Source: an optimization exercise on an open RTL-to-GDS flow (aim: small area, a short achievable clock period and few clock cycles). Production flows keep margins and buffers that such runs may drop. At most, simulation tests tie the RTL to the original design; equivalence was not proved. Power figures rest on the tool's default switching activity, not on a simulated workload.

// red_reduce
module red_reduce (
    input  wire        clk,
    input  wire        rst,         
    input  wire        in_valid,
    output reg         in_ready,
    input  wire        in_first,    
    input  wire        in_last,     
    input  wire [7:0]  op,
    input  wire [23:0] p0,
    input  wire [23:0] p1,
    input  wire [23:0] a,
    input  wire        a_ok,
    input  wire [23:0] b,
    input  wire        b_ok,
    output reg         out_valid,
    output wire [23:0] r0,
    output wire [23:0] r1,
    output reg         r_ok,
    output reg         nsat,
    output reg         asat
);
    localparam [2:0] K_SUM   = 3'd0;
    localparam [2:0] K_MEAN  = 3'd1;
    localparam [2:0] K_MIN   = 3'd2;
    localparam [2:0] K_MAX   = 3'd3;
    localparam [2:0] K_COUNT = 3'd4;
    localparam [2:0] K_RMS   = 3'd6;
    localparam [2:0] K_DOT   = 3'd7;
    wire take = in_valid && in_ready && !rst;
    reg  [2:0]  kind_v;
    reg  [4:0]  sh_v;
    reg  [10:0] mv_v;
    wire [2:0]  e_kind = in_first ? op[2:0] : kind_v;
    wire        e_dot  = (e_kind == K_DOT);
    wire        e_rms  = (e_kind == K_RMS);
    reg         v1, f1, l1, u1;
    reg         mm1, mx1;     
    reg  [23:0] a1;
    reg  [11:0] bo1, bt1, bn1;    
    wire        e_mul = e_dot || e_rms;
  ...
clock: 14.0 ns
lec_check: 0
cap_margin: 20
core_margin: 2
core_utilization: 40
slew_margin: 20
standard.sh (not shown) runs the stock make flow with config.mk's settings and CLKGATE_MAP_FILE= SYNTH_SCRIPT=/design/flow/synth_recipe.tcl, a recipe that flattens the netlist after the stock synthesis.
==> flow/flow/run.sh <==
#!/bin/bash
# Standard layout, with repair_timing aiming for extra setup slack so that the
# achieved period shrinks, and port buffers of an ordinary buffer cell; the
# constraints (SDC, clock period) are the design's.
set -euo pipefail
bash standard.sh "BUFFER_PORTS_ARGS=-buffer_cell sky130_fd_sc_hd__buf_2" SETUP_SLACK_MARGIN=9 finish > orfs_make.log 2>&1
The baseline completed without violations.
Testbench counts at the start, summed over its fixed seeds: cycles 42,289.
Change:
--- a/flow/flow/run.sh
+++ b/flow/flow/run.sh
@@ -5,2 +5,2 @@
 set -euo pipefail
-bash standard.sh "BUFFER_PORTS_ARGS=-buffer_cell sky130_fd_sc_hd__buf_2" SETUP_SLACK_MARGIN=9 finish > orfs_make.log 2>&1
+bash standard.sh "BUFFER_PORTS_ARGS=-buffer_cell sky130_fd_sc_hd__buf_2" SETUP_SLACK_MARGIN=9.5 finish > orfs_make.log 2>&1
What happened: Sequential power barely changes; routed wire length goes up by 0.38%; clock skew falls by 0.012 ns; utilization goes up by 0.28 points; sequential share of layout area falls by 0.14 points.
Change:
--- a/flow/flow/run.sh
+++ b/flow/flow/run.sh
@@ -5,2 +5,2 @@
 set -euo pipefail
-bash standard.sh "BUFFER_PORTS_ARGS=-buffer_cell sky130_fd_sc_hd__buf_2" SETUP_SLACK_MARGIN=9.5 finish > orfs_make.log 2>&1
+bash standard.sh "BUFFER_PORTS_ARGS=-buffer_cell sky130_fd_sc_hd__buf_2" SETUP_SLACK_MARGIN=10 finish > orfs_make.log 2>&1
Effect:
- design area rises by 5.3%
- critical path depth is unchanged
- worst setup slack is better by 0.30 ns
- power rises by 3.9%
Change:
--- a/flow/flow/run.sh
+++ b/flow/flow/run.sh
@@ -5,2 +5,2 @@
 set -euo pipefail
-bash standard.sh "BUFFER_PORTS_ARGS=-buffer_cell sky130_fd_sc_hd__buf_2" SETUP_SLACK_MARGIN=10 finish > orfs_make.log 2>&1
+bash standard.sh "BUFFER_PORTS_ARGS=-buffer_cell sky130_fd_sc_hd__buf_2" SETUP_SLACK_MARGIN=9.75 finish > orfs_make.log 2>&1
CAP_MARGIN = 10   (was 20)
SLEW_MARGIN = 10   (was 20)
Outcome: Cell area drops by 3.0%. Final cell count drops by 1.3%. Fmax drops by 1.8%. Global-route usage hardly moves. Routed wire length drops by 1.3%. Die area stays the same.
Change:
CAP_MARGIN = 20   (was 10)
SLEW_MARGIN = 20   (was 10)
Result: The changed run ran to the end with no violations; clock-buffer cell count stays the same; total power barely changes; utilization barely changes; synthesized cell count stays the same.

* * *

red_reduce, a different RTL version from the one above (not shown whole).
For scale: ~4700 cells after synthesis, about 450 flip-flops, ~160 I/O pins, roughly 0.042 mm2 of cells after synthesis.
clock: 14.0 ns
lec_check: 0
cap_margin: 20
core_margin: 2
core_utilization: 40
slew_margin: 20
==> flow/flow/run.sh <==
#!/bin/bash
# Standard layout, with repair_timing aiming for extra setup slack so that the
# achieved period shrinks, and port buffers of an ordinary buffer cell; the
# constraints (SDC, clock period) are the design's.
set -euo pipefail
bash standard.sh "BUFFER_PORTS_ARGS=-buffer_cell sky130_fd_sc_hd__buf_4" SETUP_SLACK_MARGIN=9.5 finish > orfs_make.log 2>&1
The baseline completed with no timing, DRC or antenna violations.
Testbench counts at the start, summed over its fixed seeds: cycles 42,254.
==> next run, changes <==
--- a/flow/flow/run.sh
+++ b/flow/flow/run.sh
@@ -5,2 +5,2 @@
 set -euo pipefail
-bash standard.sh "BUFFER_PORTS_ARGS=-buffer_cell sky130_fd_sc_hd__buf_4" SETUP_SLACK_MARGIN=9.5 finish > orfs_make.log 2>&1
+bash standard.sh "BUFFER_PORTS_ARGS=-buffer_cell sky130_fd_sc_hd__buf_4" SETUP_SLACK_MARGIN=9 finish > orfs_make.log 2>&1
Effect: Worst setup slack gets worse by 0.050 ns. Wire length is lower by 2.3%. Non-clock buffer count is lower by 42.

* * *

## rev 12
red_reduce, a different RTL version from the one above (not shown whole).
Size: roughly 4,700 cells after synthesis, about 450 flip-flops, ~42,000 µm² of cells after synthesis.
==> flow/config.mk <==
export PLATFORM = sky130hd
export DESIGN_NAME = red_reduce
export DESIGN_NICKNAME = red_reduce
export VERILOG_FILES = /design/flow/design.v
export SDC_FILE = /design/flow/constraint.sdc
export NUM_CORES = 4
export LEC_CHECK = 0
export CAP_MARGIN = 20
export CORE_MARGIN = 2
export CORE_UTILIZATION = 55
export PLACE_DENSITY = 0.72
export SLEW_MARGIN = 20
==> flow/constraint.sdc <==
create_clock -name core_clock -period 14.0 [get_ports {clk}]
set_input_delay 2.8000 -clock core_clock [delete_from_list [all_inputs] [get_ports {clk}]]
set_output_delay 2.8000 -clock core_clock [all_outputs]
set_load 0.01 [all_outputs]
==> flow/flow/run.sh <==
#!/bin/bash
# Standard layout, with repair_timing aiming for extra setup slack so that the
# achieved period shrinks, and port buffers of an ordinary buffer cell; the
# constraints (SDC, clock period) are the design's.
set -euo pipefail
bash standard.sh "BUFFER_PORTS_ARGS=-buffer_cell sky130_fd_sc_hd__buf_4" SETUP_SLACK_MARGIN=9 finish > orfs_make.log 2>&1
Rev 12: full flow OK, the timing, design-rule and antenna checks passed
Testbench counts of rev 12, summed over its fixed seeds: cycles 42,289.
Setup changes, rev 12 to rev 13
- PLACE_DENSITY removed (was 0.72)
- CORE_UTILIZATION changed from 55 to 40
### Flow results
Rev 13 closes out successfully: all stages finished, all timing, DRC and antenna checks passed. Looking at final weighted congestion in routability-driven placement, rev 13 sits about 5.4% lower than rev 12 does. Taking rev 12 as the reference, in rev 13 total routing usage reported by global routing has decreased, maximum VDD drop fell about 26%.

* * *

Another version of the RTL of red_reduce (not shown whole).
For scale: about 6000 cells after synthesis, about 160 I/O pins, about 48000 um2 of cells after synthesis.
Settings: LEC_CHECK=0, CAP_MARGIN=20, CORE_MARGIN=2, CORE_UTILIZATION=40, SLEW_MARGIN=20; clock period 14.0 ns.
==> flow/flow/run.sh <==
#!/bin/bash
# Standard layout, with repair_timing aiming for extra setup slack so that the
# achieved period shrinks; the constraints (SDC, clock period) are the design's.
set -euo pipefail
bash standard.sh SETUP_SLACK_MARGIN=9 finish > orfs_make.log 2>&1
==> next run, changes <==
==> flow/run.sh (new file) <==
#!/bin/bash
# synth_recipe.tcl (not shown) runs the flow's synth.tcl, then flattens the netlist and writes it again
# the make line also repeats each setting of config.mk as NAME=value (left out here)
make -C /OpenROAD-flow-scripts/flow DESIGN_CONFIG=/design/flow/config.mk WORK_HOME=/design/flow/orfs CLKGATE_MAP_FILE= SYNTH_SCRIPT=/design/flow/synth_recipe.tcl finish
removed: flow/flow/run.sh
removed: flow/standard.sh
=> The new run completed without violations. Power is about the same. Global-route usage came out lower by 0.17 points. Non-clock buffer count fell by 16. Design area is lower by 0.98%.
No functional check of the RTL was part of any run of this note.

* * *

== job 1920 ==
Another version of the RTL of red_reduce (not shown whole).
For scale: ~4700 cells after synthesis, ~41000 um2 of cells after synthesis.
==> flow/config.mk <==
export PLATFORM = sky130hd
export DESIGN_NAME = red_reduce
export DESIGN_NICKNAME = red_reduce
export VERILOG_FILES = /design/flow/design.v
export SDC_FILE = /design/flow/constraint.sdc
export NUM_CORES = 4
export LEC_CHECK = 0
export CAP_MARGIN = 20
export CORE_MARGIN = 2
export CORE_UTILIZATION = 40
export CTS_BUF_LIST = sky130_fd_sc_hd__clkbuf_4 sky130_fd_sc_hd__clkbuf_8
export SLEW_MARGIN = 20
==> flow/constraint.sdc <==
create_clock -name core_clock -period 14.0 [get_ports {clk}]
set_input_delay 2.8000 -clock core_clock [delete_from_list [all_inputs] [get_ports {clk}]]
set_output_delay 2.8000 -clock core_clock [all_outputs]
set_load 0.01 [all_outputs]
==> flow/flow/run.sh <==
#!/bin/bash
# Standard layout, with repair_timing aiming for extra setup slack so that the
# achieved period shrinks, and port buffers of an ordinary buffer cell; the
# constraints (SDC, clock period) are the design's.
set -euo pipefail
bash standard.sh "BUFFER_PORTS_ARGS=-buffer_cell sky130_fd_sc_hd__buf_2" SETUP_SLACK_MARGIN=9.75 finish > orfs_make.log 2>&1
Job 1920 | status: complete | timing, DRC, antenna: pass
Testbench counts of job 1920, summed over its fixed seeds: cycles 42,289.
The inputs of job 4693 differ from those of job 1920 as listed below.
Settings: CTS_BUF_LIST no longer set, was sky130_fd_sc_hd__clkbuf_4 sky130_fd_sc_hd__clkbuf_8.
- The total routing usage reported by global routing reported for job 4693 is smaller than that of job 1920 by 0.18 points.
- After detailed routing, job 1920 needs more wire than job 4693.
- Taking job 4693 as 1.0, job 1920 lands at 0.902 on worst ir drop on vdd.
- From job 1920 to job 4693 the numbers moved as follows: highest cell delay on the worst timing path went up; fraction of met2 tracks used by global routing did not really move.
- Job 4693 vs. job 1920: worst-path maximum fanout has increased, post-route worst hold slack has remained practically unchanged.
Edits applied to the flow inputs when going from job 4693 to job 5358:
Settings: putting CTS_CLUSTER_SIZE at 30 where nothing was set.
### Flow results
Diff job 4693 -> job 5358: post-route cell area did not really move, shortest period the worst path allows neither gained nor lost much, clock buffer instance count of the final layout essentially unchanged, setup slack of the critical path after layout held steady.

==> port drivers added, routing unchanged <==
In the flow no input, the clock included, has a driving cell. The finished layouts below were timed again as built, in two steps.
Step 1 (the two cells are an assumption about what drives the block):
set clk [get_ports {clk}]
set_driving_cell -lib_cell sky130_fd_sc_hd__clkbuf_16 $clk
set_driving_cell -lib_cell sky130_fd_sc_hd__buf_2 [delete_from_list [all_inputs] $clk]
Step 2 times the ports against the registers' clock, not the clock port: input delays grow and output delays shrink by t, the midpoint of the rising clock arrivals with the driver on.
Three values: no drivers, after step 1, after step 2; two values: the first two.
run	shift t [ns]	setup slack, ns	clock arrival spread, ns	worst register clock-pin slew, ns	cell pins on the clock port's net
the first run of note 1	0.681	9.205 / 9.205 / 9.138	0.036 / 0.035	0.07 / 0.07	1
the second run of note 1	0.688	9.531 / 9.466 / 9.137	0.022 / 0.022	0.07 / 0.07	1
the third run of note 1	0.707	9.830 / 9.765 / 9.330	0.084 / 0.084	0.07 / 0.07	1
the fourth run of note 1	0.701	9.752 / 9.732 / 9.229	0.043 / 0.043	0.07 / 0.07	1
the fifth run of note 1	0.701	9.752 / 9.731 / 9.232	0.043 / 0.043	0.07 / 0.07	1
the first run of note 2	0.688	9.079 / 9.079 / 9.020	0.035 / 0.034	0.06 / 0.06	1
the second run of note 2	0.695	9.029 / 9.029 / 8.670	0.038 / 0.038	0.07 / 0.07	1
rev 12	0.683	9.162 / 9.162 / 8.642	0.069 / 0.069	0.07 / 0.07	1
rev 13	0.700	9.169 / 9.169 / 8.572	0.058 / 0.058	0.08 / 0.08	1
the first run of note 4	0.736	9.173 / 9.095 / 8.731	0.053 / 0.054	0.08 / 0.08	1
the second run of note 4	0.732	7.999 / 7.999 / 7.999	0.068 / 0.067	0.08 / 0.08	1
job 1920	0.770	9.748 / 9.681 / 9.370	0.066 / 0.066	0.07 / 0.07	1
job 4693	0.709	9.779 / 9.710 / 9.337	0.051 / 0.050	0.07 / 0.07	1
job 5358	0.709	9.779 / 9.710 / 9.337	0.051 / 0.050	0.07 / 0.07	1
After both steps setup and hold are still met in every run listed. For rev 13, which loses most, drivers alone change the setup slack by 0.000 ns; drivers and shift together by -0.597 ns.
